What follows belongs to an exercise in optimizing a design on an open flow for small area, a short achievable clock period and few clock cycles per item; a production flow would make more cautious choices. At most, simulation tests tie the RTL to the original design; equivalence was not proved. For run 1, only the layout was checked, not whether the RTL still works. No activity file was given, so power comes from the tool's default toggle rates.

===== design/flow/config.mk =====
export PLATFORM = sky130hd
export DESIGN_NAME = h16_bfly
export DESIGN_NICKNAME = h16_bfly
export VERILOG_FILES = /design/flow/design.v
export SDC_FILE = /design/flow/constraint.sdc
export NUM_CORES = 4
export LEC_CHECK = 0
export CAP_MARGIN = 20
export CORE_MARGIN = 2
export CORE_UTILIZATION = 40
export SLEW_MARGIN = 20

===== design/flow/design.v =====
module h16_bfly (
    input  wire        clk,
    input  wire        rst,
    input  wire        in_valid,
    input  wire [15:0] in_a,
    input  wire [15:0] in_b,
    input  wire        in_half,
    output reg         out_valid,
    output reg  [15:0] out_sum,
    output reg  [15:0] out_diff
);
    localparam [1:0] K_NUM = 2'd0, K_ZERO = 2'd1, K_INF = 2'd2, K_NAN = 2'd3;
    reg        v0, h0;
    reg [15:0] a0, b0;
    always @(posedge clk) begin
        a0 <= in_a;
        b0 <= in_b;
        h0 <= in_half;
        v0 <= in_valid & ~rst;
    end
    wire       sa = a0[15], sb = b0[15];
    wire [7:0] ea = a0[14:7], eb = b0[14:7];
    wire       a_sub = ea == 8'd0, b_sub = eb == 8'd0;
    wire       a_max = &ea, b_max = &eb;
    wire       a_nan = a_max && (a0[6:0] != 7'd0);
    wire       b_nan = b_max && (b0[6:0] != 7'd0);
    wire       a_inf = a_max && (a0[6:0] == 7'd0);
    wire       b_inf = b_max && (b0[6:0] == 7'd0);
    wire [7:0] ma = {~a_sub, a0[6:0]}, mb = {~b_sub, b0[6:0]};
    wire [7:0] xa = {ea[7:1], ea[0] | a_sub}, xb = {eb[7:1], eb[0] | b_sub};
    wire       swap = b0[14:0] > a0[14:0];
    wire       same = b0[14:0] == a0[14:0];
    wire       zz   = (a0[14:0] == 15'd0) && (b0[14:0] == 15'd0);
    wire [8:0] dab  = {1'b0, xa} - {1'b0, xb};
    wire [7:0] dba  = xb - xa;
    wire [7:0] d    = dab[8] ? dba : dab[7:0];
    wire [3:0] ds   = (d > 8'd15) ? 4'd15 : d[3:0];
    wire [7:0] mx   = swap ? mb : ma;
    wire [7:0] my   = swap ? ma : mb;
    wire [7:0] xx   = swap ? xb : xa;
    wire [21:0] sh  = {my, 3'b000, 11'd0} >> ds;
    wire [11:0] opy = {1'b0, sh[21:12], sh[11] | (sh[10:0] != 11'd0)};
    wire [7:0]  lim = xx - {7'd0, h0};
    wire       add_sum = sa == sb;
    wire       s_sgn = swap ? sb : sa;
    wire       d_sgn = swap ? ~sb : sa;
    wire       nan_in = a_nan | b_nan;
    reg  [1:0] s_kind, d_kind;
    reg        s_sg, d_sg;
    always @* begin
        s_sg = s_sgn;
        d_sg = d_sgn;
        if (nan_in || (a_inf && b_inf && !add_sum)) begin
            s_kind = K_NAN;  s_sg = 1'b0;
        end else if (a_inf) begin
            s_kind = K_INF;  s_sg = sa;
        end else if (b_inf) begin
            s_kind = K_INF;  s_sg = sb;
        end else if (zz || (same && !add_sum)) begin
            s_kind = K_ZERO; s_sg = sa & sb;
        end else begin
            s_kind = K_NUM;
        end
        if (nan_in || (a_inf && b_inf && add_sum)) begin
            d_kind = K_NAN;  d_sg = 1'b0;
        end else if (a_inf) begin
            d_kind = K_INF;  d_sg = sa;
        end else if (b_inf) begin
            d_kind = K_INF;  d_sg = ~sb;
        end else if (zz || (same && add_sum)) begin
            d_kind = K_ZERO; d_sg = sa & ~sb;
        end else begin
            d_kind = K_NUM;
        end
    end
    reg        v1, add_sum1, s_sg1, d_sg1;
    reg [1:0]  s_kind1, d_kind1;
    reg [7:0]  mx1, lim1;
    reg [11:0] opy1;
    always @(posedge clk) begin
        v1 <= v0 & ~rst;
        add_sum1 <= add_sum;
        s_sg1 <= s_sg;  d_sg1 <= d_sg;
        s_kind1 <= s_kind;  d_kind1 <= d_kind;
        mx1 <= mx;  lim1 <= lim;  opy1 <= opy;
    end
    wire [11:0] opx = {1'b0, mx1, 3'b000};
    wire [11:0] ra  = opx + opy1;
    wire [11:0] rs  = opx - opy1;
    function automatic [15:0] rnd_enc(input [8:0] em1, input [11:0] n);
        reg up;
        reg [15:0] e;
        begin
            up = n[3] & (n[4] | (n[2:0] != 3'd0));
            e = {em1 + {8'd0, n[11]}, n[10:4]} + {15'd0, up};
            rnd_enc = e;
        end
    endfunction
    wire        la   = ~ra[11] & (lim1 != 8'd0);
    wire [11:0] na   = la ? {ra[10:0], 1'b0} : ra;
    wire [15:0] enca = rnd_enc({1'b0, lim1} - {8'd0, la}, na);
    wire [11:0] mk   = (lim1 > 8'd11) ? 12'd0 : (12'h800 >> lim1[3:0]);
    wire [11:0] rm   = rs | mk;
    reg  [3:0]  ls;
    integer k;
    always @* begin
        ls = 4'd0;
        for (k = 0; k < 12; k = k + 1)
            if (rm[k]) ls = 4'd11 - k[3:0];
    end
    wire [11:0] ns   = rs << ls;
    wire [15:0] encs = rnd_enc({1'b0, lim1} - {5'd0, ls}, ns);
    function automatic [15:0] fin(input [1:0] kind, input sg, input [15:0] enc);
        begin
            case (kind)
                K_ZERO:  fin = {sg, 15'd0};
                K_INF:   fin = {sg, 15'h7F80};
                K_NAN:   fin = 16'h7FC0;
                default: fin = (enc[15:7] >= 9'd255) ? {sg, 15'h7F80} : {sg, enc[14:0]};
            endcase
        end
    endfunction
    always @(posedge clk) begin
        if (rst) out_valid <= 1'b0;
        else     out_valid <= v1;
        out_sum  <= fin(s_kind1, s_sg1, add_sum1 ? enca : encs);
        out_diff <= fin(d_kind1, d_sg1, add_sum1 ? encs : enca);
    end
endmodule

===== design/flow/run.sh =====
#!/bin/bash
# synth_recipe.tcl (not shown) runs the flow's synth.tcl, then flattens the netlist and writes it again
# the make line also repeats each setting of config.mk as NAME=value (left out here)
make -C /OpenROAD-flow-scripts/flow DESIGN_CONFIG=/design/flow/config.mk WORK_HOME=/design/flow/orfs CLKGATE_MAP_FILE= SYNTH_SCRIPT=/design/flow/synth_recipe.tcl finish

===== design/flow/constraint.sdc =====
create_clock -name core_clock -period 20.0 [get_ports {clk}]
set_input_delay 4.0000 -clock core_clock [delete_from_list [all_inputs] [get_ports {clk}]]
set_output_delay 4.0000 -clock core_clock [all_outputs]
set_load 0.01 [all_outputs]

==> flow_metrics.py, run 1 <==
metrics = {
    "synth": {
        "synth_cell_types": 89,
        "ys_ff_latch": 102,
        "ys.flop_type": "dfxtp_1",
        "synth_edf_count": 0,
        "postSynth.asyncResetShare_pct": 0,
        "syn_inst": 1058,
        "synth_seq_area_share_pct": 24.24,
        "synth_nets": 1170,
        "synth.avg_cell_area_um2": 7.961,
        "yosys_warnings": 1,
        "synth_area_mm2": 0.008423,
    },
    "placed_design": {
        "dpl.cell_count": 1365,
        "io_buffers": 68,
        "gp_congestion": 0.9277,
        "dp_hpwl_um": 18140,
    },
    "global_routing": {
        "grt_pass1_vias": 7358,
        "grt_pass1_wl_um": 36780,
        "grt_remaining_overflow": 0,
        "grt_use_total_pct": 20.64,
        "grt_max_degree": 48,
        "antenna_found_initial": 0,
    },
    "worst_setup_path": {
        "crit_required_ps": 20240,
        "crit_slowest_cell": "dfxtp_1",
        "cp_max_fo": 13,
        "worstSetupPathType": "flip-flop to flip-flop",
        "critPathArrivalTime_ps": 7650,
        "max_stage_delay_ps": 580,
        "crit_path_start_kind": "flip-flop",
        "end_kind": "flip-flop",
    },
    "route": {
        "detail_route.vias_per_cell": 5.577,
        "drc": 0,
        "wl_per_cell_um": 16.28,
        "drtIter0Drc": 421,
        "dr_total_vias": 7702,
        "finalWirelength_um": 22480,
        "ant_nets": 0,
        "dr.pass1.iters": 5,
    },
    "layout": {
        "syn2layout_area_growth_pct": 14.25,
        "drive_above_1_share_pct": 6.329,
        "finalNonFillerCells": 1381,
        "diodes": 0,
        "final_nets": 1213,
    },
    "clocking": {
        "clk_latency_ps": 360,
        "clkSlewWorstSetupHoldPaths_ps": 80,
        "cts_tree": "built",
        "h-tree-depth": 3,
        "cts_hold_buf": 0,
        "cts-root-buf": "clkbuf_16",
        "numCtsBuffers": 9,
        "ctsResizeCount": 0,
        "cts_buffer_depth": 2,
        "clock-sinks": 102,
        "cts_setup_buffers": 0,
    },
    "timing": {
        "max_freq_mhz": 135.0,
        "setup_tns_ps": 0,
        "finalSetupViolations": 0,
        "drv_slew": 0,
        "fin_crit_ps": 7407,
        "fin_skew_ps": 14.19,
        "min_period_over_period_pct": 37.03,
        "rsz0062_at_grt": "no",
        "hold_ws_ps": 440.4,
        "worst_pin_slew_ps": 948.0,
        "hold_viol": 0,
        "slew-limit-headroom_pct": 36.22,
    },
    "min_path": {
        "hold_path.class": "flip-flop to flip-flop",
    },
    "floorplanning": {
        "io_pins": 69,
        "core_mm2": 0.02082,
        "start_util_pct": 40.45,
        "die-area_mm2": 0.02223,
        "std_cell_rows": 53,
        "fp.dieW_um": 149.1,
        "chipHeight_um": 149.1,
    },
    "run": {
        "cap_violations": 0,
    },
    "power_and_ir_drop": {
        "powerDensity_mw_per_mm2": 99.59,
        "peakVddDrop_mv": 0.05336,
        "p_leak_uw": 0.003974,
    },
    "run_status": {
        "outcome": "no timing/DRC/antenna violations",
    },
}
final cells by class:
class	instances	area, um^2
Clock buffer	10	239.0
Timing Repair Buffer	73	718.2
Tap cell	275	344.1
Sequential cell	102	2042
Inverter	82	307.8
Multi-Input combinational cell	833	5916
Clock inverter	6	56.30
Fill cell	2126	11200
flip-flops by register name (all words and copies together) (netlist names), 2 cells and up:
signal / count
d_kind1: 2
out_diff: 16
b0: 16
mx1: 8
opy1: 11
s_kind1: 2
lim1: 8
a0: 16
out_sum: 16
power by group:
| part | internal [uW] | switching (uW) | total, uW |
|---|---|---|---|
| clock | 89.8 | 83.3 | 173 |
| sequential | 241 | 19.6 | 261 |
| combinational | 227 | 298 | 525 |
| total | 558 | 401 | 958 |
per-stage QoR:
stage	power [uW]	instance area, um^2	util [%]	setup slack (ps)
after detailed placement	783.1	9328	44.80	12690
after global placement	785.0	9328	44.80	12920
after floorplan	631.1	8423	-	14040
final	958.4	9623	46.21	12590
after global routing	1029	9623	46.21	11910
after CTS	959.8	9623	46.21	12670
critical path, delay by kind of cell (launching register included):
kind	cells	cell delay [ps]
AOI/OAI and AO/OA	17	4310
xor gates and xnor gates	2	340
adders and majority gates	3	810
buffers and inverters	2	230
DFF	1	580
and+or+nand+nor	5	970
cells in the mapped netlist (4+ instances only):
cell type | count | share of area, %
o221ai_1 | 5 | 0.52
a21boi_0 | 5 | 0.45
a31oi_1 | 13 | 0.97
buf_2 | 12 | 0.71
nand2b_1 | 12 | 0.89
nand3_1 | 28 | 1.7
a311oi_1 | 4 | 0.42
o21bai_1 | 18 | 1.6
o21a_1 | 12 | 1.1
inv_1 | 78 | 3.5
o21ai_0 | 40 | 2.4
nand2_1 | 90 | 4.0
and3_1 | 10 | 0.74
o211ai_1 | 15 | 1.3
or4_1 | 5 | 0.45
a22oi_1 | 4 | 0.36
nor2b_1 | 12 | 0.89
a21o_1 | 15 | 1.3
or2_2 | 9 | 0.67
a211oi_1 | 23 | 2.0
mux2i_1 | 42 | 5.0
xor2_1 | 19 | 2.0
a21oi_1 | 66 | 3.9
xnor2_1 | 43 | 4.5
a31o_2 | 4 | 0.42
nor2_1 | 94 | 4.2
and2_1 | 6 | 0.45
o21ai_1 | 6 | 0.36
nand4_1 | 9 | 0.67
a211o_1 | 5 | 0.52
or3_1 | 10 | 0.74
fa_1 | 5 | 1.2
ha_1 | 71 | 11
nor3_1 | 25 | 1.5
nor4_1 | 15 | 1.1
mux2_2 | 12 | 1.6
nand4b_1 | 4 | 0.42
nor3b_1 | 5 | 0.45
dfxtp_1 | 102 | 24
clkbuf_1 | 27 | 1.2
layout by cell type, fill, tap and decap left out, drive strengths merged, types with 10 or more instances in the layout:
| cell | n |
|---|---|
| nor2b | 12 |
| and3 | 10 |
| mux2 | 12 |
| ha | 71 |
| mux2i | 42 |
| nand3 | 28 |
| o21ai | 47 |
| o211ai | 15 |
| clkbuf | 10 |
| a21o | 15 |
| o21a | 12 |
| or3 | 10 |
| nand2 | 90 |
| nor3 | 27 |
| xor2 | 20 |
| xnor2 | 43 |
| nor4 | 16 |
| a21oi | 67 |
| o21bai | 18 |
| a211oi | 23 |
| a31oi | 13 |
| dfxtp | 102 |
| inv | 82 |
| nand2b | 12 |
| clkdlybuf4s50 | 68 |
| nor2 | 95 |
worst paths after layout:
check	from	end	slack, ps	cells past startpoint
worst min-delay path	v0	v1	440	1
worst max register to register	opy1[0]	out_sum[6]	12590	29
worst max-delay path	opy1[0]	out_sum[6]	12590	29
worst min register to register	v0	v1	440	1
cells by family (layout without fill, tap and decap cells):
logic type | after synthesis | in the layout | synth area share [%]
mux | 56 | 56 | 7.130
fa+ha+maj | 76 | 76 | 11.74
simple gates | 354 | 354 | 21.05
compound gates | 284 | 284 | 23.50
flops | 102 | 102 | 24.24
xor+xnor | 63 | 63 | 6.640
buf+inv | 123 | 171 | 5.704
metal layers:
layer / track usage [%] / vias up / routed length (um)
li1: - / 3888 / -
met1: 26.32 / 3505 / 10160
met2: 33.80 / 249 / 10280
met3: 3.639 / 60 / 1054
met4: 9.857 / 0 / 988
met5: 0 / - / 0
==> inputs of run 2 (changes only) <==
--- a/design/flow/design.v
+++ b/design/flow/design.v
@@ -89,16 +89,6 @@
     wire [11:0] rs  = opx - opy1;
-    function automatic [15:0] rnd_enc(input [8:0] em1, input [11:0] n);
-        reg up;
-        reg [15:0] e;
-        begin
-            up = n[3] & (n[4] | (n[2:0] != 3'd0));
-            e = {em1 + {8'd0, n[11]}, n[10:4]} + {15'd0, up};
-            rnd_enc = e;
-        end
-    endfunction
-    wire        la   = ~ra[11] & (lim1 != 8'd0);
-    wire [11:0] na   = la ? {ra[10:0], 1'b0} : ra;
-    wire [15:0] enca = rnd_enc({1'b0, lim1} - {8'd0, la}, na);
-    wire [11:0] mk   = (lim1 > 8'd11) ? 12'd0 : (12'h800 >> lim1[3:0]);
-    wire [11:0] rm   = rs | mk;
+    wire        la  = ~ra[11] & (lim1 != 8'd0);
+    wire [11:0] na  = la ? {ra[10:0], 1'b0} : ra;
+    wire [11:0] mk  = (lim1 > 8'd11) ? 12'd0 : (12'h800 >> lim1[3:0]);
+    wire [11:0] rm  = rs | mk;
     reg  [3:0]  ls;
@@ -110,4 +100,27 @@
     end
-    wire [11:0] ns   = rs << ls;
-    wire [15:0] encs = rnd_enc({1'b0, lim1} - {5'd0, ls}, ns);
+    reg        v2, add_sum2, s_sg2, d_sg2, la2;
+    reg [1:0]  s_kind2, d_kind2;
+    reg [7:0]  lim2;
+    reg [9:0]  na2;
+    reg [11:0] rs2;
+    reg [3:0]  ls2;
+    always @(posedge clk) begin
+        v2 <= v1 & ~rst;
+        add_sum2 <= add_sum1;
+        s_sg2 <= s_sg1;  d_sg2 <= d_sg1;
+        s_kind2 <= s_kind1;  d_kind2 <= d_kind1;
+        lim2 <= lim1;  la2 <= la;
+        na2 <= {na[11:3], na[2:0] != 3'd0};
+        rs2 <= rs;  ls2 <= ls;
+    end
+    function automatic [15:0] rnd_enc(input [8:0] em1, input [9:0] n);
+        reg up;
+        begin
+            up = n[1] & (n[2] | n[0]);
+            rnd_enc = {em1 + {8'd0, n[9]}, n[8:2]} + {15'd0, up};
+        end
+    endfunction
+    wire [15:0] enca = rnd_enc({1'b0, lim2} - {8'd0, la2}, na2);
+    wire [11:0] ns   = rs2 << ls2;
+    wire [15:0] encs = rnd_enc({1'b0, lim2} - {5'd0, ls2}, {ns[11:3], ns[2:0] != 3'd0});
     function automatic [15:0] fin(input [1:0] kind, input sg, input [15:0] enc);
@@ -124,5 +137,5 @@
         if (rst) out_valid <= 1'b0;
-        else     out_valid <= v1;
-        out_sum  <= fin(s_kind1, s_sg1, add_sum1 ? enca : encs);
-        out_diff <= fin(d_kind1, d_sg1, add_sum1 ? encs : enca);
+        else     out_valid <= v2;
+        out_sum  <= fin(s_kind2, s_sg2, add_sum2 ? enca : encs);
+        out_diff <= fin(d_kind2, d_sg2, add_sum2 ? encs : enca);
     end
--- a/design/flow/config.mk
+++ b/design/flow/config.mk
@@ -7,5 +7,6 @@
 export LEC_CHECK = 0
+export ABC_AREA = 1
 export CAP_MARGIN = 20
 export CORE_MARGIN = 2
-export CORE_UTILIZATION = 40
+export CORE_UTILIZATION = 55
 export SLEW_MARGIN = 20
==> run 2 against run 1 <==
Net effect:
- first-iteration DRC count up 7.6%
- largest cell class unchanged
- largest power group unchanged
- global-route usage up 4.0 points
- register-to-register slack better by 3000 ps
- sequential share of layout area rose by 6.0 points
- critical path depth is 28 lower
- non-clock buffer count decreased by 3
- via count increased by 8.0%
- area after synthesis increased by 10%
- power rose by 41%
- final area up 11%
- utilization increased by 18 points
==> flow_metrics.py, run 2 <==
metrics = {
    "synth": {
        "synth_largest_area_cell": "dfxtp_1",
        "synth_edf_count": 0,
        "postSynth.asyncResetShare_pct": 0,
        "ys.flop_type": "dfxtp_1",
        "yosysMostFrequentCell": "nand2_1",
        "synth_common_cells": "nand2_1 (360), inv_1 (183), dfxtp_1 (145), nand3_1 (133), ha_1 (66)",
        "synth.avg_cell_area_um2": 6.939,
        "synth_area_mm2": 0.009278,
        "netlist_top_cells_area": "dfxtp_1 (31%), nand2_1 (15%), ha_1 (8.9%), inv_1 (7.4%), nand3_1 (7.2%)",
        "syn_inst": 1337,
        "synth_seq_area_share_pct": 31.29,
        "synth_cell_types": 52,
        "yosys_warnings": 1,
        "synth_top_area_share_pct": 31.29,
        "ys_ff_latch": 145,
        "synth_nets": 1444,
    },
    "route": {
        "detail_route.vias_per_cell": 5.106,
        "dr.pass1.iters": 5,
        "dr_total_vias": 8318,
        "drtIter0Drc": 453,
        "drc": 0,
        "finalWirelength_um": 21060,
        "wl_per_cell_um": 12.93,
        "ant_nets": 0,
    },
    "global_routing": {
        "antenna_found_initial": 0,
        "grt_pass1_vias": 7882,
        "grt_remaining_overflow": 0,
        "grt_use_total_pct": 24.61,
        "grt_max_degree": 39,
        "grt_pass1_wl_um": 35770,
    },
    "worst_setup_path": {
        "critPathArrivalTime_ps": 1290,
        "r2r_end": "out_diff[1]",
        "end_kind": "output port",
        "cpLargestDelayFamily": "buffers and inverters",
        "worstSetupPathType": "flip-flop to output port",
        "cp_cell_sequence": "clkdlybuf4s50_1",
        "r2r_cells": 24,
        "cp_max_fo": 1,
        "crit_path_start_kind": "flip-flop",
        "max_stage_delay_ps": 560,
        "path_buf_inv": 1,
        "crit_required_ps": 16000,
        "rr_startpoint": "ls2[0]",
        "reg2reg_slack_ps": 15550,
        "crit_slowest_cell": "clkdlybuf4s50_1",
    },
    "power_and_ir_drop": {
        "switching_power_uw": 561.9,
        "swShare_pct": 41.56,
        "comb_power_share_pct": 48.4,
        "pwr-share-clk_pct": 23.9,
        "p_leak_uw": 0.005259,
        "peakVddDrop_mv": 0.07593,
        "intPower_uw": 790.1,
        "seqPwrFrac_pct": 27.7,
        "powerDensity_mw_per_mm2": 126.6,
    },
    "floorplanning": {
        "start_util_pct": 56.14,
        "chipHeight_um": 133.9,
        "io_pins": 69,
        "fp.dieW_um": 133.9,
        "std_cell_rows": 47,
        "core_mm2": 0.01652,
        "die-area_mm2": 0.01792,
    },
    "layout": {
        "postLayoutCoreUtil_pct": 64.62,
        "layout_commonest_cell": "nand2_1",
        "diodes": 0,
        "mostFrequentLayoutCells": "nand2_1 (360), inv_1 (183), dfxtp_1 (145)",
        "syn2layout_area_growth_pct": 15.10,
        "num-fill-cells": 1559,
        "final_nets": 1503,
        "drive_above_1_share_pct": 7.594,
    },
    "min_path": {
        "min_from": "d_sg1",
        "hold_path.class": "flip-flop to flip-flop",
        "holdPathEnd": "d_sg2",
        "whs_path_depth": 0,
    },
    "timing": {
        "setup_tns_ps": 0,
        "finalSetupViolations": 0,
        "fin_crit_ps": 5292,
        "max_freq_mhz": 189.0,
        "fin_skew_ps": 11.44,
        "hold_viol": 0,
        "min_period_over_period_pct": 26.46,
        "worst_pin_slew_ps": 1126,
        "rsz0062_at_grt": "no",
        "drv_slew": 0,
        "slew-limit-headroom_pct": 24.26,
    },
    "placed_design": {
        "dp_hpwl_um": 16950,
        "io_buffers": 68,
        "gp_congestion": 0.8966,
    },
    "clocking": {
        "cts_buffer_depth": 2,
        "cts_tree": "built",
        "cts_hold_buf": 0,
        "ctsResizeCount": 0,
        "clkSlewWorstSetupHoldPaths_ps": 60,
        "cts-root-buf": "clkbuf_16",
        "clock-sinks": 145,
        "clk_latency_ps": 420,
        "h-tree-depth": 4,
        "cts_setup_buffers": 0,
        "numCtsBuffers": 17,
    },
    "run": {
        "cap_violations": 0,
    },
    "run_status": {
        "outcome": "no timing/DRC/antenna violations",
    },
}
## run 2: cell types whose count changed after synthesis, moves of 29 or more
cell | before | now
nor2_1 | 94 | 65
inv_1 | 78 | 183
mux2i_1 | 42 | 0
nand2_1 | 90 | 360
xnor2_1 | 43 | 9
nand3_1 | 28 | 133
dfxtp_1 | 102 | 145
## run 2: cells by family after synthesis
kind of cell	Yosys count	share of synthesized area, %
compound gates	175	10.73
buf+inv	221	9.683
simple gates	677	33.78
flops	145	31.29
xor+xnor	48	4.531
fa+ha+maj	71	9.980
## run 2: cell type report
class	instances	area (um^2)	area share, %
clock buffers	20	446.7	4.183
clock inverters	12	156.4	1.465
inverters	191	719.4	6.737
multi-input cells	971	5483	51.34
flip-flops and latches	145	2903	27.18
well taps	220	275.3	2.578
repair buffers	70	695.7	6.514
## run 2: worst max path at each step
stage / from / to / slack [ps] / cells after the start
6_report: out_sum[15] / out_sum[15] / 14710 / 1
2_1_floorplan: out_diff[0] / out_diff[0] / 15670 / 0
5_1_grt: out_sum[15] / out_sum[15] / 14680 / 1
4_1_cts: out_sum[15] / out_sum[15] / 14690 / 1
3_3_place_gp: out_diff[14] / out_diff[14] / 15190 / 1
3_5_place_dp: out_diff[11] / out_diff[11] / 15160 / 1
## run 2: metal layers
layer	up-vias	routed length (um)	global-route usage, %
met3	42	673	4.384
met2	163	10400	43.76
met4	0	571	9.634
li1	4434	-	-
met1	3679	9414	29.47
met5	-	0	0
## run 2: power groups by stage
stage,clock (uW),sequential [uW],combinational (uW)
6_report,323,375,654
3_5_place_dp,0,382,652
4_1_cts,330,376,657
2_1_floorplan,0,382,489
3_3_place_gp,0,380,645
5_1_grt,343,381,748
## run 2: through the flow
| stage | cell area [um^2] | power (uW) | cells | hold WS, ps | worst slack [ps] |
|---|---|---|---|---|---|
| finish | 10680 | 1352 | 1629 | 327.1 | 14710 |
| global route | 10680 | 1472 | 1629 | 328.3 | 14680 |
| detailed placement | 10070 | 1034 | 1597 | 315.0 | 15160 |
| global placement | 10070 | 1025 | 1597 | 310.8 | 15190 |
| CTS | 10670 | 1362 | 1629 | 326.9 | 14690 |
| floorplan | 9278 | 871.6 | 1337 | 309.6 | 15670 |
Testbench counts of run 2, summed over its fixed seeds: cycles 24,032, items 24,000.
==> inputs of run 3 (changes only) <==
--- a/design/flow/design.v
+++ b/design/flow/design.v
@@ -20,2 +20,12 @@
     end
+    function automatic gtf(input [14:0] x, input [14:0] y);
+        reg [1:0] r;
+        integer i;
+        begin
+            r = 2'b01;
+            for (i = 0; i < 15; i = i + 1)
+                r = {(x[i] & ~y[i]) | (~(x[i] ^ y[i]) & r[1]), ~(x[i] ^ y[i]) & r[0]};
+            gtf = r[1];
+        end
+    endfunction
     wire       sa = a0[15], sb = b0[15];
@@ -30,9 +40,5 @@
     wire [7:0] xa = {ea[7:1], ea[0] | a_sub}, xb = {eb[7:1], eb[0] | b_sub};
-    wire       swap = b0[14:0] > a0[14:0];
+    wire       swap = gtf(b0[14:0], a0[14:0]);
     wire       same = b0[14:0] == a0[14:0];
     wire       zz   = (a0[14:0] == 15'd0) && (b0[14:0] == 15'd0);
-    wire [8:0] dab  = {1'b0, xa} - {1'b0, xb};
-    wire [7:0] dba  = xb - xa;
-    wire [7:0] d    = dab[8] ? dba : dab[7:0];
-    wire [3:0] ds   = (d > 8'd15) ? 4'd15 : d[3:0];
     wire [7:0] mx   = swap ? mb : ma;
@@ -40,5 +46,6 @@
     wire [7:0] xx   = swap ? xb : xa;
-    wire [21:0] sh  = {my, 3'b000, 11'd0} >> ds;
-    wire [11:0] opy = {1'b0, sh[21:12], sh[11] | (sh[10:0] != 11'd0)};
-    wire [7:0]  lim = xx - {7'd0, h0};
+    wire [7:0] xy   = swap ? xa : xb;
+    wire [7:0] d    = xx - xy;
+    wire [3:0] ds   = d[3:0] | {4{d[7:4] != 4'd0}};
+    wire [7:0] lim  = xx - {7'd0, h0};
     wire       add_sum = sa == sb;
@@ -77,4 +84,4 @@
     reg [1:0]  s_kind1, d_kind1;
-    reg [7:0]  mx1, lim1;
-    reg [11:0] opy1;
+    reg [7:0]  mx1, my1, lim1;
+    reg [3:0]  ds1;
     always @(posedge clk) begin
@@ -84,7 +91,9 @@
         s_kind1 <= s_kind;  d_kind1 <= d_kind;
-        mx1 <= mx;  lim1 <= lim;  opy1 <= opy;
+        mx1 <= mx;  my1 <= my;  lim1 <= lim;  ds1 <= ds;
     end
+    wire [21:0] sh  = {my1, 3'b000, 11'd0} >> ds1;
+    wire [11:0] opy = {1'b0, sh[21:12], sh[11] | (sh[10:0] != 11'd0)};
     wire [11:0] opx = {1'b0, mx1, 3'b000};
-    wire [11:0] ra  = opx + opy1;
-    wire [11:0] rs  = opx - opy1;
+    wire [11:0] ra  = opx + opy;
+    wire [11:0] rs  = opx - opy;
     wire        la  = ~ra[11] & (lim1 != 8'd0);
@@ -92,3 +101,3 @@
     wire [11:0] mk  = (lim1 > 8'd11) ? 12'd0 : (12'h800 >> lim1[3:0]);
-    wire [11:0] rm  = rs | mk;
+    wire [11:0] rm  = {1'b0, rs[10:0]} | mk;
     reg  [3:0]  ls;
@@ -104,3 +113,3 @@
     reg [9:0]  na2;
-    reg [11:0] rs2;
+    reg [10:0] rs2;
     reg [3:0]  ls2;
@@ -113,3 +122,3 @@
         na2 <= {na[11:3], na[2:0] != 3'd0};
-        rs2 <= rs;  ls2 <= ls;
+        rs2 <= rs[10:0];  ls2 <= ls;
     end
@@ -123,12 +132,11 @@
     wire [15:0] enca = rnd_enc({1'b0, lim2} - {8'd0, la2}, na2);
-    wire [11:0] ns   = rs2 << ls2;
+    wire [11:0] ns   = {1'b0, rs2} << ls2;
     wire [15:0] encs = rnd_enc({1'b0, lim2} - {5'd0, ls2}, {ns[11:3], ns[2:0] != 3'd0});
     function automatic [15:0] fin(input [1:0] kind, input sg, input [15:0] enc);
+        reg isnum;
         begin
-            case (kind)
-                K_ZERO:  fin = {sg, 15'd0};
-                K_INF:   fin = {sg, 15'h7F80};
-                K_NAN:   fin = 16'h7FC0;
-                default: fin = (enc[15:7] >= 9'd255) ? {sg, 15'h7F80} : {sg, enc[14:0]};
-            endcase
+            isnum = kind == K_NUM;
+            fin[15]   = sg;
+            fin[14:7] = isnum ? (enc[14:7] | {8{enc[15]}}) : {8{kind[1]}};
+            fin[6:0]  = (enc[6:0] & {7{isnum & ~enc[15] & ~(&enc[14:7])}}) | {kind == K_NAN, 6'd0};
         end
==> design/flow/flow/run.sh (new file) <==
#!/bin/bash
# The standard layout, with plain buf_2 cells as the port buffers in place of
# the delay buffers the placer picks by default. Every port still gets one.
set -euo pipefail
bash standard.sh synth > synth.log 2>&1
bash standard.sh BUFFER_PORTS_ARGS="-buffer_cell sky130_fd_sc_hd__buf_2" finish > layout.log 2>&1
==> design/flow/standard.sh (new file) <==
#!/bin/bash
# synth_recipe.tcl (not shown) runs the flow's synth.tcl, then flattens the netlist and writes it again
# the make line also repeats each setting of config.mk as NAME=value (left out here)
make -C /OpenROAD-flow-scripts/flow DESIGN_CONFIG=/design/flow/config.mk WORK_HOME=/design/flow/orfs CLKGATE_MAP_FILE= SYNTH_SCRIPT=/design/flow/synth_recipe.tcl "${@:-finish}"
--- a/design/flow/config.mk
+++ b/design/flow/config.mk
@@ -11,2 +11,3 @@
 export CORE_UTILIZATION = 55
+export CTS_BUF_LIST = sky130_fd_sc_hd__clkbuf_8
 export SLEW_MARGIN = 20
removed: design/flow/run.sh
==> run 3 against run 2 <==
Net effect:
- still clean
- hold slack improved by 2.5 ps
- utilization is 2.5 points lower
- sequential share of layout area increased by 3.9 points
- synthesized cell count fell by 12%
- first-iteration DRC count shrank 29%
- via count down 11%
- global-route usage decreased by 1.5 points
- wire length fell by 14%
- final area decreased by 13%
- critical path depth did not move
==> flow_metrics.py, run 3 <==
metrics = {
    "route": {
        "drtIter0Drc": 322,
        "dr.pass1.iters": 5,
        "finalWirelength_um": 18110,
        "dr_total_vias": 7376,
        "detail_route.vias_per_cell": 5.087,
        "ant_nets": 0,
        "drc": 0,
        "wl_per_cell_um": 12.49,
    },
    "timing": {
        "hold_ws_ps": 329.6,
        "min_period_over_period_pct": 24.47,
        "fin_skew_ps": 10.82,
        "hold_viol": 0,
        "fin_crit_ps": 4894,
        "worst_pin_slew_ps": 871.8,
        "max_freq_mhz": 204.4,
        "finalSetupViolations": 0,
        "drv_slew": 0,
        "rsz0062_at_grt": "no",
        "setup_tns_ps": 0,
        "slew-limit-headroom_pct": 41.82,
    },
    "layout": {
        "drive_above_1_share_pct": 13.47,
        "mostFrequentLayoutCells": "nand2_1 (309), inv_1 (159), dfxtp_1 (145)",
        "final_nets": 1347,
        "diodes": 0,
        "syn2layout_area_growth_pct": 11.51,
        "finalNonFillerCells": 1450,
        "layout_commonest_cell": "nand2_1",
    },
    "synth": {
        "synth_area_mm2": 0.008371,
        "yosys_warnings": 1,
        "synth_common_cells": "nand2_1 (309), inv_1 (159), dfxtp_1 (145), o21ai_0 (91), nor2_1 (75)",
        "ys_ff_latch": 145,
        "yosysMostFrequentCell": "nand2_1",
        "synth_cell_types": 52,
        "synth_edf_count": 0,
        "ys.flop_type": "dfxtp_1",
        "netlist_top_cells_area": "dfxtp_1 (35%), nand2_1 (14%), ha_1 (8.8%), inv_1 (7.1%), o21ai_0 (5.4%)",
        "synth.avg_cell_area_um2": 7.076,
        "syn_inst": 1183,
        "synth_nets": 1281,
        "synth_largest_area_cell": "dfxtp_1",
        "postSynth.asyncResetShare_pct": 0,
        "synth_seq_area_share_pct": 34.68,
        "synth_top_area_share_pct": 34.68,
    },
    "global_routing": {
        "grt_use_total_pct": 23.13,
        "grt_pass1_vias": 6726,
        "grt_pass1_wl_um": 30070,
        "grt_max_degree": 42,
        "antenna_found_initial": 0,
        "grt_remaining_overflow": 0,
    },
    "floorplanning": {
        "std_cell_rows": 45,
        "die-area_mm2": 0.01622,
        "io_pins": 69,
        "fp.dieW_um": 127.4,
        "core_mm2": 0.01503,
        "chipHeight_um": 127.4,
        "start_util_pct": 55.68,
    },
    "clocking": {
        "clkSlewWorstSetupHoldPaths_ps": 80,
        "cts_setup_buffers": 0,
        "cts_tree": "built",
        "cts_buffer_depth": 2,
        "ctsResizeCount": 0,
        "h-tree-depth": 4,
        "clk_latency_ps": 450,
        "cts-root-buf": "clkbuf_8",
        "clock-sinks": 145,
        "numCtsBuffers": 17,
        "cts_hold_buf": 0,
    },
    "worst_setup_path": {
        "end_kind": "output port",
        "crit_path_start_kind": "flip-flop",
        "worstSetupPathType": "flip-flop to output port",
        "critPathArrivalTime_ps": 890,
        "crit_required_ps": 16000,
        "cp_max_fo": 1,
        "path_buf_inv": 1,
        "cp_cell_sequence": "buf_2",
        "cpLargestDelayFamily": "flip-flops",
        "crit_slowest_cell": "dfxtp_1",
        "max_stage_delay_ps": 320,
    },
    "power_and_ir_drop": {
        "seqPwrFrac_pct": 31.0,
        "powerDensity_mw_per_mm2": 130.1,
        "intPower_uw": 709.1,
        "swShare_pct": 41.60,
        "pwr-share-clk_pct": 23.1,
        "comb_power_share_pct": 45.9,
        "p_leak_uw": 0.004702,
        "switching_power_uw": 505.1,
        "peakVddDrop_mv": 0.04951,
    },
    "placed_design": {
        "gp_congestion": 0.8863,
        "dpl.cell_count": 1418,
        "dp_hpwl_um": 14690,
        "io_buffers": 68,
    },
    "min_path": {
        "hold_path.class": "flip-flop to flip-flop",
    },
    "run": {
        "cap_violations": 0,
    },
    "run_status": {
        "outcome": "no timing/DRC/antenna violations",
    },
}
==> run 3: cell count changes after synthesis, moves of 12 or more <==
cell / before / now
nand2_1: 360 / 309
a21oi_1: 52 / 36
nand3_1: 133 / 73
o21ai_0: 64 / 91
nand4_1: 27 / 15
inv_1: 183 / 159
==> run 3: final cells by class <==
class / instances / area (um^2)
inverter: 168 / 630.6
tap: 188 / 235.2
clock inverter: 15 / 255.2
multi-input combinational: 848 / 4728
fill: 1484 / 5699
clock buffer: 17 / 234.0
sequential: 145 / 2903
timing repair buffer: 69 / 347.8
==> run 3: metrics by stage <==
stage	setup WS, ps	total power, uW	cell area, um^2	utilization, %
after floorplan	15670	810.3	8371	-
after global placement	15550	935.3	8845	58.83
after detailed placement	15570	938.3	8845	58.83
after CTS	15070	1220	9334	62.09
after global routing	14900	1320	9334	62.09
final	15110	1214	9334	62.09
==> run 3: power by group through the flow <==
stage | clock network (uW) | logic (uW) | registers [uW]
detailed placement | 0 | 554 | 384
global placement | 0 | 552 | 383
floorplan | 0 | 420 | 391
finish | 280 | 557 | 377
CTS | 286 | 557 | 377
global route | 297 | 640 | 384
==> run 3: logic make-up (layout without fill, tap and decap cells) <==
logic type / after synthesis / in the layout / share of synthesized area (%)
AO/OA/AOI/OAI: 189 / 189 / 12.84
buffers and inverters: 190 / 269 / 8.834
AND/OR/NAND/NOR: 544 / 544 / 28.54
adder cells (fa/ha/maj): 62 / 62 / 9.537
flip-flops: 145 / 145 / 34.68
XOR/XNOR: 51 / 51 / 5.336
multiplexers: 2 / 2 / 0.2392
==> run 3: final timing paths <==
kind | start | endpoint | slack [ps] | cells past startpoint
max | out_diff[6] | out_diff[6] | 15110 | 1
min | s_sg2 | out_sum[15] | 330 | 0
max reg2reg | a0[2] | ds1[1] | 15530 | 29
min reg2reg | s_sg2 | out_sum[15] | 330 | 0
==> run 3: routing by layer <==
metal / up-vias / GRT usage [%] / share of wire, %
met3: 32 / 3.727 / 3.3
li1: 3931 / - / -
met2: 131 / 41.43 / 49
met5: - / 0 / 0
met4: 0 / 9.438 / 2.6
met1: 3282 / 27.57 / 46
Testbench counts of run 3, summed over its fixed seeds: cycles 24,032, items 24,000.
==> inputs of run 4 (changes only) <==
--- a/design/flow/config.mk
+++ b/design/flow/config.mk
@@ -10,4 +10,5 @@
 export CORE_MARGIN = 2
-export CORE_UTILIZATION = 55
+export CORE_UTILIZATION = 70
 export CTS_BUF_LIST = sky130_fd_sc_hd__clkbuf_8
+export PLACE_DENSITY = 0.78
 export SLEW_MARGIN = 20
==> run 4 against run 3 <==
Net effect:
- sequential share of layout area grew 0.18 points
- sequential cell count is the same
- power grew 0.65%
- via count grew 5.7%
- final cell count shrank 3.2%
- utilization grew 18 points
- critical path type unchanged
==> flow_metrics.py, run 4 <==
metrics = {
    "run_status": {
        "outcome": "no timing/DRC/antenna violations",
    },
    "clocking": {
        "clock-sinks": 145,
        "clkSlewWorstSetupHoldPaths_ps": 80,
        "ctsResizeCount": 0,
        "cts_setup_buffers": 0,
        "h-tree-depth": 4,
        "numCtsBuffers": 17,
        "cts_hold_buf": 0,
        "clk_latency_ps": 460,
        "cts_buffer_depth": 2,
        "cts-root-buf": "clkbuf_8",
        "cts_tree": "built",
    },
    "synth": {
        "ys.flop_type": "dfxtp_1",
        "synth_edf_count": 0,
        "synth_nets": 1281,
        "postSynth.asyncResetShare_pct": 0,
        "synth_cell_types": 52,
        "synth_top_area_share_pct": 34.68,
        "netlist_top_cells_area": "dfxtp_1 (35%), nand2_1 (14%), ha_1 (8.8%), inv_1 (7.1%), o21ai_0 (5.4%)",
        "ys_ff_latch": 145,
        "synth_common_cells": "nand2_1 (309), inv_1 (159), dfxtp_1 (145), o21ai_0 (91), nor2_1 (75)",
        "synth_largest_area_cell": "dfxtp_1",
        "synth_seq_area_share_pct": 34.68,
        "synth_area_mm2": 0.008371,
        "yosysMostFrequentCell": "nand2_1",
        "yosys_warnings": 1,
        "synth.avg_cell_area_um2": 7.076,
        "syn_inst": 1183,
    },
    "timing": {
        "setup_tns_ps": 0,
        "rsz0062_at_grt": "no",
        "max_freq_mhz": 204.1,
        "slew-limit-headroom_pct": 45.60,
        "fin_crit_ps": 4898,
        "worst_pin_slew_ps": 815.2,
        "min_period_over_period_pct": 24.49,
        "hold_viol": 0,
        "fin_skew_ps": 12.34,
        "finalSetupViolations": 0,
        "drv_slew": 0,
    },
    "route": {
        "wl_met3_um": 1229,
        "ant_nets": 0,
        "met2WireLength_um": 9074,
        "drtIter0Drc": 497,
        "wl_met1_um": 7506,
        "wl_per_cell_um": 13.26,
        "detail_route.vias_per_cell": 5.556,
        "dr_total_vias": 7800,
        "dr.max_layer_used": "met4",
        "finalWirelength_um": 18620,
        "drc": 0,
        "dr.pass1.iters": 6,
    },
    "global_routing": {
        "antenna_found_initial": 0,
        "grt_pass1_vias": 7354,
        "grt_max_degree": 42,
        "grt_use_total_pct": 30.35,
        "grt_pass1_wl_um": 31420,
        "grt_remaining_overflow": 0,
    },
    "worst_setup_path": {
        "end_kind": "output port",
        "crit_required_ps": 16000,
        "worstSetupPathType": "flip-flop to output port",
        "cp.depth": 1,
        "crit_path_start_kind": "flip-flop",
        "path_buf_inv": 1,
        "cp_cell_sequence": "buf_2",
        "cp_max_fo": 1,
        "crit_slowest_cell": "dfxtp_1",
        "critPathArrivalTime_ps": 900,
        "cpLargestDelayFamily": "flip-flops",
        "r2r_cells": 29,
        "max_stage_delay_ps": 320,
    },
    "power_and_ir_drop": {
        "p_leak_uw": 0.004720,
        "switching_power_uw": 501.8,
        "intPower_uw": 720.3,
        "peakVddDrop_mv": 0.08067,
        "seqPwrFrac_pct": 30.9,
        "comb_power_share_pct": 46.3,
        "pwr-share-clk_pct": 22.8,
        "powerDensity_mw_per_mm2": 131.7,
        "swShare_pct": 41.06,
    },
    "min_path": {
        "hold_path.class": "flip-flop to flip-flop",
        "whs_path_depth": 0,
    },
    "placed_design": {
        "dp_hpwl_um": 14260,
        "io_buffers": 68,
        "gp_congestion": 0.9828,
    },
    "layout": {
        "postLayoutCoreUtil_pct": 80.26,
        "mostFrequentLayoutCells": "nand2_1 (309), inv_1 (159), dfxtp_1 (145)",
        "layout_commonest_cell": "nand2_1",
        "diodes": 0,
        "drive_above_1_share_pct": 13.40,
        "final_nets": 1347,
        "syn2layout_area_growth_pct": 10.88,
    },
    "floorplanning": {
        "chipHeight_um": 113.4,
        "die-area_mm2": 0.01285,
        "core_mm2": 0.01156,
        "std_cell_rows": 39,
        "io_pins": 69,
        "start_util_pct": 72.38,
        "fp.dieW_um": 113.4,
    },
    "run": {
        "cap_violations": 0,
    },
}
## run 4: cell counts after synthesis
No cell type changed its count.
## run 4: power by group through the flow
stage                     sequential, uW  combinational, uW  clock, uW
after floorplan                      391                420          0
after detailed placement             384                550          0
after global placement               382                540          0
after CTS                            378                558        281
final                                378                566        279
after global routing                 384                642        293
## run 4: stage by stage
stage | hold slack, ps | setup slack, ps | power (uW) | area [um^2] | std cells
after floorplan | 309.6 | 15670 | 810.3 | 8371 | 1183
after global placement | 310.7 | 15600 | 921.2 | 8788 | 1373
after detailed placement | 312.1 | 15580 | 934.3 | 8788 | 1373
after CTS | 329.8 | 15080 | 1216 | 9281 | 1404
after global routing | 333.1 | 14910 | 1319 | 9281 | 1404
final | 327.8 | 15100 | 1222 | 9281 | 1404
## run 4: area by class of cell
| class | instances | area, um^2 |
|---|---|---|
| multi-input combinational | 848 | 4728 |
| sequential | 145 | 2903 |
| fill | 850 | 2283 |
| inverter | 168 | 630.6 |
| timing repair buffer | 69 | 347.8 |
| clock buffer | 21 | 289.0 |
| clock inverter | 10 | 203.9 |
| tap | 143 | 178.9 |
## run 4: per-layer routing
metal / GRT usage, % / vias up
li1: - / 3940
met1: 33.67 / 3472
met2: 54.25 / 313
met3: 6.213 / 75
met4: 16.67 / 0
met5: 0 / -
## run 4: path summary, 6_finish.rpt
kind                 endpoint        start  slack (ps)
hold reg to reg      add_sum2     add_sum1         330
setup / recovery  out_diff[9]  out_diff[9]       15100
hold / removal       add_sum2     add_sum1         330
setup reg to reg       ds1[1]        a0[4]       15390
## run 4: cells by family after synthesis
family / share of synthesized area, %
AND/OR/NAND/NOR: 28.54
XOR/XNOR: 5.336
AO/OA/AOI/OAI: 12.84
adder cells (fa/ha/maj): 9.537
multiplexers: 0.2392
flip-flops: 34.68
buffers and inverters: 8.834
==> inputs of run 5 (changes only) <==
--- a/design/flow/config.mk
+++ b/design/flow/config.mk
@@ -10,5 +10,3 @@
 export CORE_MARGIN = 2
-export CORE_UTILIZATION = 70
-export CTS_BUF_LIST = sky130_fd_sc_hd__clkbuf_8
-export PLACE_DENSITY = 0.78
+export CORE_UTILIZATION = 55
 export SLEW_MARGIN = 20
==> run 5 against run 4 <==
Net effect:
- synthesized cell count did not move
- critical path depth did not move
- maximum frequency increased by 0.80%
- power grew 6.4%
- final area rose by 2.6%
- hold slack got worse by 3.9 ps
- clock skew fell by 5.3 ps
- wire length shrank 1.4%
==> flow_metrics.py, run 5 <==
metrics = {
    "run_status": {
        "outcome": "no timing/DRC/antenna violations",
    },
    "timing": {
        "drv_slew": 0,
        "rsz0062_at_grt": "no",
        "min_period_over_period_pct": 24.30,
        "hold_viol": 0,
        "fin_crit_ps": 4859,
        "setup_tns_ps": 0,
        "slew-limit-headroom_pct": 41.85,
        "fin_skew_ps": 6.995,
        "worst_pin_slew_ps": 871.3,
        "max_freq_mhz": 205.8,
        "finalSetupViolations": 0,
    },
    "run": {
        "cap_violations": 0,
    },
    "layout": {
        "finalNonFillerCells": 1450,
        "multi_input_area_mm2": 0.004728,
        "mostFrequentLayoutCells": "nand2_1 (309), inv_1 (159), dfxtp_1 (145)",
        "syn2layout_area_growth_pct": 13.80,
        "ff_latch_area_mm2": 0.002903,
        "diodes": 0,
        "final_nets": 1347,
        "layout_commonest_cell": "nand2_1",
        "drive_above_1_share_pct": 13.47,
        "num-fill-cells": 1452,
    },
    "min_path": {
        "min_from": "s_sg1",
        "holdPathEnd": "s_sg2",
        "hold_path.class": "flip-flop to flip-flop",
        "whs_path_depth": 0,
    },
    "power_and_ir_drop": {
        "peakVddDrop_mv": 0.07210,
        "comb_power_share_pct": 42.9,
        "seqPwrFrac_pct": 29.0,
        "p_leak_uw": 0.004789,
        "switching_power_uw": 517.3,
        "totalPowerFinal_uw": 1300,
        "swShare_pct": 39.80,
        "pwr-share-clk_pct": 28.0,
        "intPower_uw": 782.5,
        "powerDensity_mw_per_mm2": 136.5,
    },
    "floorplanning": {
        "io_pins": 69,
        "chipHeight_um": 127.4,
        "fp.dieW_um": 127.4,
        "start_util_pct": 55.68,
        "core_mm2": 0.01503,
        "die-area_mm2": 0.01622,
        "std_cell_rows": 45,
    },
    "global_routing": {
        "grt_remaining_overflow": 0,
        "grt_max_degree": 42,
        "grt_pass1_wl_um": 30330,
        "grt_pass1_vias": 6765,
        "antenna_found_initial": 0,
        "grt_use_total_pct": 23.38,
    },
    "synth": {
        "synth_edf_count": 0,
        "netlist_top_cells_area": "dfxtp_1 (35%), nand2_1 (14%), ha_1 (8.8%), inv_1 (7.1%), o21ai_0 (5.4%)",
        "synth_cell_types": 52,
        "synth_nets": 1281,
        "yosysMostFrequentCell": "nand2_1",
        "syn_inst": 1183,
        "synth_area_mm2": 0.008371,
        "ys.flop_type": "dfxtp_1",
        "synth_seq_area_share_pct": 34.68,
        "yosys_warnings": 1,
        "synth_common_cells": "nand2_1 (309), inv_1 (159), dfxtp_1 (145), o21ai_0 (91), nor2_1 (75)",
        "ys_ff_latch": 145,
        "synth_largest_area_cell": "dfxtp_1",
        "synth.avg_cell_area_um2": 7.076,
        "synth_top_area_share_pct": 34.68,
        "postSynth.asyncResetShare_pct": 0,
    },
    "route": {
        "ant_nets": 0,
        "detail_route.vias_per_cell": 5.101,
        "dr.pass1.iters": 5,
        "dr_total_vias": 7397,
        "finalWirelength_um": 18350,
        "wl_per_cell_um": 12.65,
        "drtIter0Drc": 314,
        "drc": 0,
    },
    "clocking": {
        "cts_tree": "built",
        "ctsResizeCount": 0,
        "clk_latency_ps": 420,
        "h-tree-depth": 4,
        "cts_setup_buffers": 0,
        "cts_hold_buf": 0,
        "cts-root-buf": "clkbuf_16",
        "clock-sinks": 145,
        "numCtsBuffers": 17,
        "clkSlewWorstSetupHoldPaths_ps": 60,
        "cts_buffer_depth": 2,
    },
    "placed_design": {
        "dp_hpwl_um": 14690,
        "io_buffers": 68,
        "gp_congestion": 0.8863,
        "dpl.cell_count": 1418,
    },
    "worst_setup_path": {
        "cp_max_fo": 1,
        "r2r_cells": 29,
        "crit_required_ps": 16000,
        "path_buf_inv": 1,
        "critPathArrivalTime_ps": 860,
        "r2r_end": "ds1[1]",
        "reg2reg_slack_ps": 15530,
        "worstSetupPathType": "flip-flop to output port",
        "max_stage_delay_ps": 310,
        "crit_path_start_kind": "flip-flop",
        "cpLargestDelayFamily": "flip-flops",
        "cp_cell_sequence": "buf_2",
        "rr_startpoint": "a0[2]",
        "end_kind": "output port",
        "crit_slowest_cell": "dfxtp_1",
    },
}
[run 5: logic make-up after synthesis]
kind of cell             count (synthesis)  share of synthesized area (%)
adder cells (fa/ha/maj)                 62                          9.537
flip-flops                             145                          34.68
AND/OR/NAND/NOR                        544                          28.54
multiplexers                             2                         0.2392
XOR/XNOR                                51                          5.336
buffers and inverters                  190                          8.834
AO/OA/AOI/OAI                          189                          12.84
[run 5: final cells by class]
class / count / area share (%)
multi-input combinational: 848 / 49.64
sequential: 145 / 30.47
inverter: 168 / 6.620
clock buffer: 17 / 4.466
timing repair buffer: 69 / 3.652
clock inverter: 15 / 2.680
tap: 188 / 2.469
[run 5: worst register-to-register path: cells and delay by family, from the launching register on]
kind            cells  cell delay (ps)
buf+inv             4              590
compound gates      1              390
fa+ha+maj           3              660
simple gates       21             2350
flops               1              320
[run 5: how the worst max path moves through the flow]
stage | start | end | slack [ps] | depth (start not counted)
floorplan | out_diff[0] | out_diff[0] | 15670 | 0
global placement | a0[2] | ds1[1] | 15550 | 29
detailed placement | out_sum[6] | out_sum[6] | 15570 | 1
CTS | out_sum[6] | out_sum[6] | 15110 | 1
global route | a0[4] | ds1[2] | 14900 | 29
finish | out_sum[6] | out_sum[6] | 15140 | 1
[run 5: power groups by stage]
stage / registers, uW / logic [uW] / clock network [uW]
finish: 377 / 558 / 364
global route: 384 / 640 / 381
CTS: 378 / 557 / 370
floorplan: 391 / 420 / 0
global placement: 383 / 552 / 0
detailed placement: 384 / 554 / 0
[run 5: through the flow]
| stage | hold WS, ps | utilization (%) | area [um^2] | setup slack (ps) |
|---|---|---|---|---|
| 5_1_grt | 329.8 | 63.36 | 9525 | 14900 |
| 2_1_floorplan | 309.6 | - | 8371 | 15670 |
| 3_3_place_gp | 310.3 | 58.83 | 8845 | 15550 |
| 3_5_place_dp | 312.1 | 58.83 | 8845 | 15570 |
| 4_1_cts | 324.8 | 63.36 | 9525 | 15110 |
| 6_report | 323.9 | 63.36 | 9525 | 15140 |
[run 5: routing by layer]
layer	vias to the layer above	track usage (%)	part of all wire [%]
met2	144	42.40	50
met3	27	4.523	3.8
met4	0	7.175	1.8
met5	-	0	0
li1	3930	-	-
met1	3296	27.91	45
==> inputs of run 6 (changes only) <==
==> design/flow/flow/run.sh (replaced) <==
#!/bin/bash
# The standard layout, with plain buf_2 cells as the port buffers in place of
# the delay buffers the placer picks by default (every port still gets one),
# and a clock tree of clkbuf_8 cells (clkbuf_16 at the root) without dummy loads.
set -euo pipefail
bash standard.sh synth > synth.log 2>&1
bash standard.sh \
  BUFFER_PORTS_ARGS="-buffer_cell sky130_fd_sc_hd__buf_2" \
  CTS_ARGS="-sink_clustering_enable -repair_clock_nets -dont_use_dummy_load -buf_list sky130_fd_sc_hd__clkbuf_8 -root_buf sky130_fd_sc_hd__clkbuf_16 -sink_clustering_size 30" \
  finish > layout.log 2>&1
==> run 6 against run 5 <==
Net effect:
- largest cell class unchanged
- critical path depth stayed put
- maximum frequency increased by 1.3%
- die area unchanged
- sequential power barely moved
- largest power group unchanged
- power shrank 15%
- via count fell by 0.87%
- utilization decreased by 2.9 points
- sequential cell count unchanged
- worst setup slack gained 62 ps
- clock skew is 16 ps higher
- non-clock buffer count unchanged
- combinational power hardly changed
==> flow_metrics.py, run 6 <==
metrics = {
    "run_status": {
        "outcome": "no timing/DRC/antenna violations",
    },
    "timing": {
        "worst_slack_ps": 15200,
        "fin_crit_ps": 4797,
        "slew-limit-headroom_pct": 42.23,
        "drv_slew": 0,
        "max_freq_mhz": 208.4,
        "rsz0062_at_grt": "no",
        "worst_pin_slew_ps": 865.7,
        "finalSetupViolations": 0,
        "min_period_over_period_pct": 23.99,
        "setup_tns_ps": 0,
        "fin_skew_ps": 22.76,
        "hold_viol": 0,
    },
    "worst_setup_path": {
        "setup.worst_path.start": "out_valid",
        "crit_required_ps": 16000,
        "cpLargestDelayFamily": "flip-flops",
        "rr_startpoint": "a0[2]",
        "crit_slowest_cell": "dfxtp_1",
        "critPathArrivalTime_ps": 800,
        "path_buf_inv": 1,
        "end_kind": "output port",
        "cp_cell_sequence": "buf_2",
        "crit_path_start_kind": "flip-flop",
        "max_stage_delay_ps": 300,
        "cp_max_fo": 1,
        "worstSetupPathType": "flip-flop to output port",
    },
    "floorplanning": {
        "io_pins": 69,
        "start_util_pct": 55.68,
        "chipHeight_um": 127.4,
        "core_mm2": 0.01503,
        "die-area_mm2": 0.01622,
        "fp.dieW_um": 127.4,
        "std_cell_rows": 45,
    },
    "clocking": {
        "clkSlewWorstSetupHoldPaths_ps": 80,
        "clk_latency_ps": 370,
        "cts-root-buf": "clkbuf_16",
        "cts_hold_buf": 0,
        "h-tree-depth": 4,
        "clock-sinks": 145,
        "cts_setup_buffers": 0,
        "cts_tree": "built",
        "numCtsBuffers": 17,
        "ctsResizeCount": 0,
        "cts_buffer_depth": 2,
    },
    "power_and_ir_drop": {
        "p_leak_uw": 0.004596,
        "switching_power_uw": 477.8,
        "powerDensity_mw_per_mm2": 121.6,
        "seqPwrFrac_pct": 34.1,
        "pwr-share-clk_pct": 15.5,
        "comb_power_share_pct": 50.4,
        "swShare_pct": 43.24,
        "peakVddDrop_mv": 0.05718,
        "intPower_uw": 627.3,
        "totalPowerFinal_uw": 1105,
    },
    "placed_design": {
        "dp_hpwl_um": 14690,
        "place_ws_ps": 15570,
        "gp_congestion": 0.8863,
        "io_buffers": 68,
        "postPlaceCellArea_mm2": 0.008845,
        "dpl.cell_count": 1418,
    },
    "synth": {
        "synth_top_area_share_pct": 34.68,
        "synth_largest_area_cell": "dfxtp_1",
        "ys_ff_latch": 145,
        "yosysMostFrequentCell": "nand2_1",
        "synth_seq_area_share_pct": 34.68,
        "ys.flop_type": "dfxtp_1",
        "synth_common_cells": "nand2_1 (309), inv_1 (159), dfxtp_1 (145), o21ai_0 (91), nor2_1 (75)",
        "synth_area_mm2": 0.008371,
        "synth_edf_count": 0,
        "netlist_top_cells_area": "dfxtp_1 (35%), nand2_1 (14%), ha_1 (8.8%), inv_1 (7.1%), o21ai_0 (5.4%)",
        "postSynth.asyncResetShare_pct": 0,
        "synth_nets": 1281,
        "syn_inst": 1183,
        "synth_cell_types": 52,
        "yosys_warnings": 1,
        "synth.avg_cell_area_um2": 7.076,
    },
    "route": {
        "detail_route.vias_per_cell": 5.110,
        "dr.pass1.iters": 5,
        "drtIter0Drc": 306,
        "wl_per_cell_um": 12.51,
        "dr_total_vias": 7333,
        "ant_nets": 0,
        "drc": 0,
        "finalWirelength_um": 17950,
    },
    "layout": {
        "finalNonFillerCells": 1435,
        "final_nets": 1347,
        "num-fill-cells": 1503,
        "syn2layout_area_growth_pct": 8.595,
        "mostFrequentLayoutCells": "nand2_1 (309), inv_1 (159), dfxtp_1 (145)",
        "layout_commonest_cell": "nand2_1",
        "fin_area_mm2": 0.009090,
        "diodes": 0,
        "drive_above_1_share_pct": 12.43,
    },
    "global_routing": {
        "grt_pass1_vias": 6721,
        "grt_use_total_pct": 22.96,
        "grt_remaining_overflow": 0,
        "antenna_found_initial": 0,
        "grt_max_degree": 42,
        "grt_pass1_wl_um": 29850,
    },
    "min_path": {
        "hold_path.class": "flip-flop to flip-flop",
        "min_from": "s_sg2",
    },
    "run": {
        "cap_violations": 0,
    },
}
[run 6: cell counts after synthesis]
Identical to the previous run, type by type.
[run 6: routing by layer]
metal,part of all wire [%],vias to the layer above,track usage [%]
met4,2.4,0,8.662
li1,-,3914,-
met5,0,-,0
met2,49,147,41.11
met1,45,3244,27.41
met3,3.6,28,4.104
[run 6: layout make-up]
type	instances	area, um^2	share of cell area, %
Clock buffer	17	245.2	2.698
Timing Repair Buffer	69	347.8	3.827
Sequential cell	145	2903	31.93
Tap cell	188	235.2	2.588
Multi-Input combinational cell	848	4728	52.02
Inverter	168	630.6	6.937
[run 6: worst paths after layout]
check                end  slack [ps]  depth (start not counted)
min          out_sum[15]         330                          0
max reg2reg       ds1[3]       15560                         29
min reg2reg  out_sum[15]         330                          0
max            out_valid       15200                          1
[run 6: power groups by stage]
stage               Combinational, uW  Sequential (uW)  Clock, uW
floorplan                         420              391          0
global placement                  552              383          0
detailed placement                554              384          0
CTS                               557              378        177
global route                      640              384        186
finish                            557              377        171
[run 6: cell families after synthesis]
kind of cell,Yosys count,share of synthesized area [%]
AO/OA/AOI/OAI,189,12.84
AND/OR/NAND/NOR,544,28.54
XOR/XNOR,51,5.336
buffers and inverters,190,8.834
flip-flops,145,34.68
adder cells (fa/ha/maj),62,9.537
multiplexers,2,0.2392
[run 6: through the flow]
stage	util [%]	hold WS, ps
2_1_floorplan	-	309.6
3_3_place_gp	58.83	310.3
3_5_place_dp	58.83	312.1
4_1_cts	60.47	329.2
5_1_grt	60.47	338.1
6_report	60.47	325.9
==> inputs of run 7 (changes only) <==
==> design/flow/flow/run.sh (replaced) <==
#!/bin/bash
# The standard layout, with plain buf_2 cells as the port buffers in place of
# the delay buffers the placer picks by default (every port still gets one),
# and a clock tree of clkbuf_8 cells without dummy loads.
set -euo pipefail
bash standard.sh synth > synth.log 2>&1
bash standard.sh \
  BUFFER_PORTS_ARGS="-buffer_cell sky130_fd_sc_hd__buf_2" \
  CTS_ARGS="-sink_clustering_enable -repair_clock_nets -dont_use_dummy_load -buf_list sky130_fd_sc_hd__clkbuf_8" \
  finish > layout.log 2>&1
==> run 7 against run 6 <==
Net effect:
- sequential share of layout area is essentially flat
- register-to-register slack hardly changed
- critical path type unchanged
- power down 0.48%
- clock-buffer cell count is the same
- combinational power barely moved
- sequential cell count stayed put
- largest power group unchanged
- area after synthesis unchanged
==> flow_metrics.py, run 7 <==
metrics = {
    "run_status": {
        "outcome": "no timing/DRC/antenna violations",
    },
    "power_and_ir_drop": {
        "swShare_pct": 43.45,
        "p_leak_uw": 0.004591,
        "peakVddDrop_mv": 0.04859,
        "intPower_uw": 622.0,
        "comb_power_share_pct": 50.6,
        "powerDensity_mw_per_mm2": 121.1,
        "seqPwrFrac_pct": 34.3,
        "pwr-share-clk_pct": 15.1,
        "switching_power_uw": 477.8,
    },
    "route": {
        "detail_route.vias_per_cell": 5.109,
        "drc": 0,
        "finalWirelength_um": 17930,
        "drtIter0Drc": 297,
        "dr_total_vias": 7332,
        "wl_per_cell_um": 12.49,
        "dr.pass1.iters": 5,
        "ant_nets": 0,
    },
    "clocking": {
        "cts_hold_buf": 0,
        "cts_tree": "built",
        "cts-root-buf": "clkbuf_8",
        "cts_buffer_depth": 2,
        "clock-sinks": 145,
        "clkSlewWorstSetupHoldPaths_ps": 80,
        "h-tree-depth": 4,
        "clk_latency_ps": 440,
        "ctsResizeCount": 0,
        "numCtsBuffers": 17,
        "cts_setup_buffers": 0,
    },
    "synth": {
        "synth_area_mm2": 0.008371,
        "ys_ff_latch": 145,
        "netlist_top_cells_area": "dfxtp_1 (35%), nand2_1 (14%), ha_1 (8.8%), inv_1 (7.1%), o21ai_0 (5.4%)",
        "synth_nets": 1281,
        "synth_top_area_share_pct": 34.68,
        "yosys_warnings": 1,
        "ys.flop_type": "dfxtp_1",
        "synth_cell_types": 52,
        "synth_edf_count": 0,
        "syn_inst": 1183,
        "postSynth.asyncResetShare_pct": 0,
        "synth_seq_area_share_pct": 34.68,
        "synth_common_cells": "nand2_1 (309), inv_1 (159), dfxtp_1 (145), o21ai_0 (91), nor2_1 (75)",
        "synth.avg_cell_area_um2": 7.076,
        "yosysMostFrequentCell": "nand2_1",
        "synth_largest_area_cell": "dfxtp_1",
    },
    "min_path": {
        "whs_path_depth": 0,
        "holdPathEnd": "out_sum[15]",
        "hold_path.class": "flip-flop to flip-flop",
        "min_from": "s_sg2",
    },
    "worst_setup_path": {
        "critPathArrivalTime_ps": 870,
        "cp_cell_sequence": "buf_2",
        "max_stage_delay_ps": 300,
        "rr_startpoint": "a0[2]",
        "end_kind": "output port",
        "path_buf_inv": 1,
        "r2r_end": "ds1[1]",
        "r2r_cells": 29,
        "cpLargestDelayFamily": "flip-flops",
        "crit_slowest_cell": "dfxtp_1",
        "reg2reg_slack_ps": 15550,
        "crit_required_ps": 16000,
        "crit_path_start_kind": "flip-flop",
        "cp_max_fo": 1,
        "worstSetupPathType": "flip-flop to output port",
    },
    "global_routing": {
        "grt_remaining_overflow": 0,
        "antenna_found_initial": 0,
        "grt_pass1_wl_um": 29800,
        "use_met3_pct": 4.104,
        "grt.busiest_layer": "met2",
        "grt_max_degree": 42,
        "grt_use_total_pct": 22.92,
        "met1_usage_pct": 27.38,
        "met2_usage_pct": 41.02,
        "grt_pass1_vias": 6705,
    },
    "timing": {
        "fin_crit_ps": 4869,
        "hold_viol": 0,
        "min_period_over_period_pct": 24.34,
        "setup_tns_ps": 0,
        "finalSetupViolations": 0,
        "fin_skew_ps": 22.85,
        "rsz0062_at_grt": "no",
        "worst_pin_slew_ps": 864.5,
        "max_freq_mhz": 205.4,
        "slew-limit-headroom_pct": 42.30,
        "drv_slew": 0,
    },
    "layout": {
        "mostFrequentLayoutCells": "nand2_1 (309), inv_1 (159), dfxtp_1 (145)",
        "fin_area_mm2": 0.009079,
        "ff_latch_area_mm2": 0.002903,
        "drive_above_1_share_pct": 12.43,
        "layout_commonest_cell": "nand2_1",
        "num-fill-cells": 1505,
        "syn2layout_area_growth_pct": 8.460,
        "postLayoutCoreUtil_pct": 60.39,
        "final_nets": 1347,
        "diodes": 0,
        "multi_input_area_mm2": 0.004728,
    },
    "placed_design": {
        "io_buffers": 68,
        "gp_congestion": 0.8863,
        "dp_hpwl_um": 14690,
        "postPlaceCellArea_mm2": 0.008845,
    },
    "floorplanning": {
        "chipHeight_um": 127.4,
        "die-area_mm2": 0.01622,
        "io_pins": 69,
        "std_cell_rows": 45,
        "start_util_pct": 55.68,
        "fp.dieW_um": 127.4,
        "core_mm2": 0.01503,
    },
    "run": {
        "cap_violations": 0,
    },
}
[run 7: how the worst max path moves through the flow]
stage | from | endpoint | slack, ps | depth (start not counted)
after CTS | out_valid | out_valid | 15100 | 1
after detailed placement | out_sum[6] | out_sum[6] | 15570 | 1
after global placement | a0[2] | ds1[1] | 15550 | 29
after global routing | a0[4] | ds1[2] | 14900 | 29
final | out_valid | out_valid | 15130 | 1
after floorplan | out_diff[0] | out_diff[0] | 15670 | 0
[run 7: final cells by class]
type                            count  share of cell area [%]
Clock buffer                       17                   2.577
Timing Repair Buffer               69                   3.831
Inverter                          168                   6.946
Tap cell                          188                   2.591
Sequential cell                   145                   31.97
Multi-Input combinational cell    848                   52.08
[run 7: metal layers]
metal	part of all wire, %	vias to the layer above	routed length, um
li1	-	3915	-
met2	48	149	8693
met1	45	3239	8146
met5	0	-	0
met3	3.6	29	650
met4	2.5	0	440
[run 7: cells by family (layout without fill, tap and decap cells)]
logic type	count (synthesis)	in the layout	synth area share, %
muxes	2	2	0.2392
and+or+nand+nor	544	544	28.54
DFF	145	145	34.68
AOI/OAI and AO/OA	189	189	12.84
adders and majority gates	62	62	9.537
xor gates and xnor gates	51	51	5.336
buffers and inverters	190	254	8.834
[run 7: per-stage QoR]
stage / worst slack, ps / hold WS [ps] / instances / power, uW
after global routing: 14900 / 338.5 / 1435 / 1205
after global placement: 15550 / 310.3 / 1418 / 935.3
after CTS: 15100 / 329.5 / 1435 / 1106
after detailed placement: 15570 / 312.1 / 1418 / 938.3
final: 15130 / 326.2 / 1435 / 1100
after floorplan: 15670 / 309.6 / 1183 / 810.3
[run 7: power by group through the flow]
stage | Clock [uW] | Sequential [uW] | Combinational [uW]
after floorplan | 0 | 391 | 420
after global placement | 0 | 383 | 552
after detailed placement | 0 | 384 | 554
after CTS | 172 | 378 | 557
after global routing | 181 | 384 | 640
final | 166 | 377 | 557

separate check: timing with driven ports:
The flow's constraints put no driver on any port. The routed layouts listed below were extracted and timed again, unchanged, in two steps. Step 1 sets driving cells, clkbuf_16 on the clock port and buf_2 on the other inputs (assumed; they add their load-dependent delay and slew). Step 2 moves the port delays by t, midway between the first and last clock arrival at a register: inputs arrive t later, outputs are due t later. That takes back most of the time a late clock gives input paths. Three values: ideal ports, drivers, drivers and shift; two values: the first two.
run | t, ns | setup WS [ns] | clock arrival spread, ns | worst register clock-pin slew, ns | worst data-port slew with drivers (ns)
run 1 | 0.402 | 12.593 / 12.593 / 12.593 | 0.014 / 0.014 | 0.08 / 0.08 | 0.04
run 2 | 0.463 | 14.708 / 14.662 / 15.125 | 0.011 / 0.012 | 0.06 / 0.06 | 0.04
run 3 | 0.485 | 15.106 / 15.068 / 15.525 | 0.011 / 0.011 | 0.09 / 0.09 | 0.03
run 4 | 0.491 | 15.102 / 15.065 / 15.391 | 0.014 / 0.013 | 0.08 / 0.08 | 0.03
run 5 | 0.461 | 15.141 / 15.100 / 15.528 | 0.007 / 0.007 | 0.06 / 0.06 | 0.03
run 6 | 0.402 | 15.203 / 15.160 / 15.561 | 0.027 / 0.027 | 0.08 / 0.08 | 0.03
run 7 | 0.469 | 15.131 / 15.093 / 15.549 | 0.027 / 0.027 | 0.08 / 0.08 | 0.03
After both steps every run listed still meets setup and hold.
